Context: an optimization exercise on an open-source flow, tuned for small area, a short achievable clock period and few clock cycles per item. The choices shown serve that exercise and are no tape-out recipe.
Only simulation tests tie the RTL to the original design; equivalence was not proved.
Power figures rest on the tool's default switching activity, not on a simulated workload.

## mbcq_enc
module mbcq_enc #(
    parameter integer L  = 34,      
    parameter integer RP = 32,      
    parameter integer HQ = 2        
) (
    input  wire        clk,
    input  wire        rst,         
    input  wire        in_valid,
    output wire        in_ready,
    input  wire        in_last,     
    input  wire [1:0]  in_fmt,      
    input  wire [1:0]  in_k,        
    input  wire [31:0] in_elem,     
    output wire        out_valid,
    input  wire        out_ready,
    output wire        out_hdr,     
    output wire        out_last,    
    output wire [15:0] out_data
);
For scale: ~61 I/O pins.
clock: 16.0 ns
lec_check: 0
cap_margin: 20
core_margin: 2
core_utilization: 70
cts_buf_list: sky130_fd_sc_hd__clkbuf_8
cts_cluster_diameter: 70
cts_cluster_size: 14
place_density: 0.8
slew_margin: 20
standard.sh (not shown) runs the stock make flow with config.mk's settings and CLKGATE_MAP_FILE= SYNTH_SCRIPT=/design/flow/synth_recipe.tcl, a recipe that flattens the netlist after the stock synthesis.
==> flow/flow/run.sh <==
#!/bin/bash
# Own layout flow: the standard ORFS flow (standard.sh), with the ports
# buffered by a plain buffer instead of the delay-cell buffer ORFS picks.
# The make output goes to flow.log in the work folder; ORFS's own per-step
# logs stay under orfs/logs/.
set -euo pipefail
bash standard.sh \
  "BUFFER_PORTS_ARGS=-buffer_cell sky130_fd_sc_hd__buf_2" \
  finish > flow.log 2>&1
Testbench counts at the start, summed over its fixed seeds: cycles 377,724, items 363,761.
Rerun with:
--- a/flow/flow/run.sh
+++ b/flow/flow/run.sh
@@ -8,0 +9 @@
+  SETUP_SLACK_MARGIN=11.5 \
- CORE_UTILIZATION: 70 -> 65
- CTS_BUF_LIST: sky130_fd_sc_hd__clkbuf_8 -> sky130_fd_sc_hd__clkbuf_16
- CTS_CLUSTER_DIAMETER: 70 -> 80
- CTS_CLUSTER_SIZE: 14 -> 30
- PLACE_DENSITY: 0.8 -> 0.75
Outcome: The changed run passed the timing, design-rule and antenna checks. Sequential power is about the same. Clock-buffer cell count went down by 43. Total power goes up by 0.86%. Combinational power hardly moves. Wire length fell by about 9%. Via count falls by 3.3%. Core utilization goes down by 5.3 points. Clock power is higher by about 5%.
Rerun with:
- CORE_UTILIZATION: 65 -> 80
- CTS_BUF_LIST: sky130_fd_sc_hd__clkbuf_16 -> sky130_fd_sc_hd__clkbuf_8
- CTS_CLUSTER_DIAMETER: 80 -> 70
- CTS_CLUSTER_SIZE: 30 -> 14
- PLACE_DENSITY: 0.75 -> 0.9
Outcome:
- wire length is higher by about 34%
- total power went up by 0.62%
- non-clock buffer count shrinks by 1
- die area decreases by 18%
- cell area went down by about 0.5%
- global-route usage increases by 14 points
- clock power stays flat
- via count is higher by 13%
- core utilization rises by 16 points
Rerun with:
- CORE_UTILIZATION: 80 -> 70
- CTS_BUF_LIST: sky130_fd_sc_hd__clkbuf_8 -> sky130_fd_sc_hd__clkbuf_16
- CTS_CLUSTER_DIAMETER: 70 -> 80
- CTS_CLUSTER_SIZE: 14 -> 30
- PLACE_DENSITY: 0.9 -> 0.8
The changed run finished clean.
Clock-buffer cell count shrinks by 45.
Wire length shrinks by 18%.
Clock power hardly moves.
Clock skew shrinks by 0.014 ns.
Design area barely changes.
Area after synthesis stays the same.
Global-route usage shrinks by 10 points.
Core utilization shrinks by 11 points.
Hold slack improved by 0.025 ns.
Register-to-register slack improved by 0.25 ns.

* * *

mbcq_enc again, from the RTL that the note above started with.
Design mbcq_enc, start of the top module:
module mbcq_enc #(
    parameter integer L  = 34,      
    parameter integer RP = 32,      
    parameter integer HQ = 2        
) (
    input  wire        clk,
    input  wire        rst,         
    input  wire        in_valid,
    output wire        in_ready,
    input  wire        in_last,     
    input  wire [1:0]  in_fmt,      
    input  wire [1:0]  in_k,        
    input  wire [31:0] in_elem,     
    output wire        out_valid,
    input  wire        out_ready,
    output wire        out_hdr,     
    output wire        out_last,    
    output wire [15:0] out_data
);
export LEC_CHECK = 0
export CAP_MARGIN = 20
export CORE_MARGIN = 2
export CORE_UTILIZATION = 70
export CTS_BUF_LIST = sky130_fd_sc_hd__clkbuf_16
export CTS_CLUSTER_DIAMETER = 80
export CTS_CLUSTER_SIZE = 30
export PLACE_DENSITY = 0.8
export SLEW_MARGIN = 20
create_clock -name core_clock -period 16.0 [get_ports {clk}]
==> flow/flow/run.sh <==
#!/bin/bash
# Own layout flow: the standard ORFS flow (standard.sh), with the ports
# buffered by a plain buffer instead of the delay-cell buffer ORFS picks.
# The make output goes to flow.log in the work folder; ORFS's own per-step
# logs stay under orfs/logs/.
set -euo pipefail
bash standard.sh \
  "BUFFER_PORTS_ARGS=-buffer_cell sky130_fd_sc_hd__buf_2" \
  finish > flow.log 2>&1
Testbench counts at the start, summed over its fixed seeds: cycles 377,724, items 363,761.
Next try:
--- a/flow/flow/run.sh
+++ b/flow/flow/run.sh
@@ -8,0 +9 @@
+  SETUP_SLACK_MARGIN=12 \
Setup slack is better by 0.42 ns.
Non-clock buffer count increases by 15.
Worst hold slack stays flat.
Routed wire length barely changes.
Clock-buffer cell count decreases by 1.
Maximum frequency increases by about 9%.
Cell area increases by about 0.9%.
Via count decreases by about 0.7%.
Global-route usage decreases by 0.29 points.
Die area does not change.
Clock skew decreases by 0.0048 ns.

* * *

mbcq_enc again, from the RTL that the note above started with.
clock: 16.0 ns
lec_check: 0
cap_margin: 20
core_margin: 2
core_utilization: 70
cts_buf_list: sky130_fd_sc_hd__clkbuf_16
cts_cluster_diameter: 80
cts_cluster_size: 30
place_density: 0.8
slew_margin: 20
run.sh (not shown) runs the stock make flow with config.mk's settings and CLKGATE_MAP_FILE= SYNTH_SCRIPT=/design/flow/synth_recipe.tcl, a recipe that flattens the netlist after the stock synthesis.
Stock flow here: none of the scripts above is used.
Testbench counts at the start, summed over its fixed seeds: cycles 377,724, items 363,761.
Then changed:
==> flow/flow/run.sh (new file) <==
#!/bin/bash
# Own layout flow: the standard ORFS flow (standard.sh), with the ports
# buffered by a plain buffer instead of the delay-cell buffer ORFS picks.
# The make output goes to flow.log in the work folder; ORFS's own per-step
# logs stay under orfs/logs/.
set -euo pipefail
bash standard.sh \
  "BUFFER_PORTS_ARGS=-buffer_cell sky130_fd_sc_hd__buf_2" \
  SETUP_SLACK_MARGIN=11.5 \
  finish > flow.log 2>&1
==> flow/standard.sh (new file) <==
#!/bin/bash
# synth_recipe.tcl (not shown) runs the flow's synth.tcl, then flattens the netlist and writes it again
# the make line also repeats each setting of config.mk as NAME=value (left out here)
make -C /OpenROAD-flow-scripts/flow DESIGN_CONFIG=/design/flow/config.mk WORK_HOME=/design/flow/orfs CLKGATE_MAP_FILE= SYNTH_SCRIPT=/design/flow/synth_recipe.tcl "${@:-finish}"
CTS_BUF_LIST = sky130_fd_sc_hd__clkbuf_8   (was sky130_fd_sc_hd__clkbuf_16)
CTS_CLUSTER_DIAMETER = 70   (was 80)
CTS_CLUSTER_SIZE = 14   (was 30)
removed: flow/run.sh
Via count grows slightly.
Worst setup slack gains 0.46 ns.
Critical path depth shrinks by 12.
Non-clock buffer count is unchanged.
Design area shrinks slightly.
Sequential power stays flat.
Final cell count grows slightly.
Total power shrinks slightly.
Synthesized cell count does not change.
Global-route usage shrinks by 0.71 points.
Then changed:
CTS_BUF_LIST = sky130_fd_sc_hd__clkbuf_16   (was sky130_fd_sc_hd__clkbuf_8)
CTS_CLUSTER_SIZE = 34   (was 14)
=> Fmax rose by 2.9%. Sequential share of layout area hardly moves. First-iteration DRC count came out higher by 3.8%. Total power increases by 1.3%. Via count came out lower by 0.71%.

[separate check: timing with driven ports]
In the flow no input, the clock included, has a driving cell. The finished layouts below were timed again as built, in two steps.
Step 1 (the two cells are an assumption about what drives the block):
set clk [get_ports {clk}]
set_driving_cell -lib_cell sky130_fd_sc_hd__clkbuf_16 $clk
set_driving_cell -lib_cell sky130_fd_sc_hd__buf_2 [delete_from_list [all_inputs] $clk]
Step 2, shift: input delay + t, output delay - t, t = (earliest + latest rising clock arrival at the registers) / 2. This alone moves slack from input paths to output paths.
Slacks: ideal / step 1 / step 2; pairs: ideal / step 1.
| run | shift t [ns] | slack for setup (ns) | hold WS [ns] | worst setup path at the end |
|---|---|---|---|---|
| the first run of note 1 | 0.736 | 11.164 / 11.164 / 10.936 | 0.290 / 0.290 / 0.290 | input to register |
| the second run of note 1 | 0.659 | 11.589 / 11.530 / 11.114 | 0.324 / 0.324 / 0.324 | input to register |
| the third run of note 1 | 0.751 | 11.468 / 11.414 / 11.043 | 0.301 / 0.301 / 0.301 | input to register |
| the fourth run of note 1 | 0.653 | 11.625 / 11.570 / 11.127 | 0.326 / 0.326 / 0.326 | input to register |
| the first run of note 2 | 0.653 | 11.147 / 11.147 / 10.948 | 0.317 / 0.317 / 0.317 | input to register |
| the second run of note 2 | 0.673 | 11.567 / 11.509 / 11.396 | 0.317 / 0.317 / 0.317 | input to register |
| the first run of note 3 | 0.653 | 11.052 / 11.052 / 10.722 | 0.321 / 0.321 / 0.321 | input to register |
| the second run of note 3 | 0.744 | 11.509 / 11.454 / 11.122 | 0.302 / 0.302 / 0.302 | input to register |
| the third run of note 3 | 0.657 | 11.634 / 11.572 / 11.085 | 0.313 / 0.313 / 0.313 | input to register |
After both steps setup and hold are still met in every run listed. The setup slack of the third run of note 3, which loses most, moves by -0.062 ns with the drivers and by -0.549 ns with both steps.
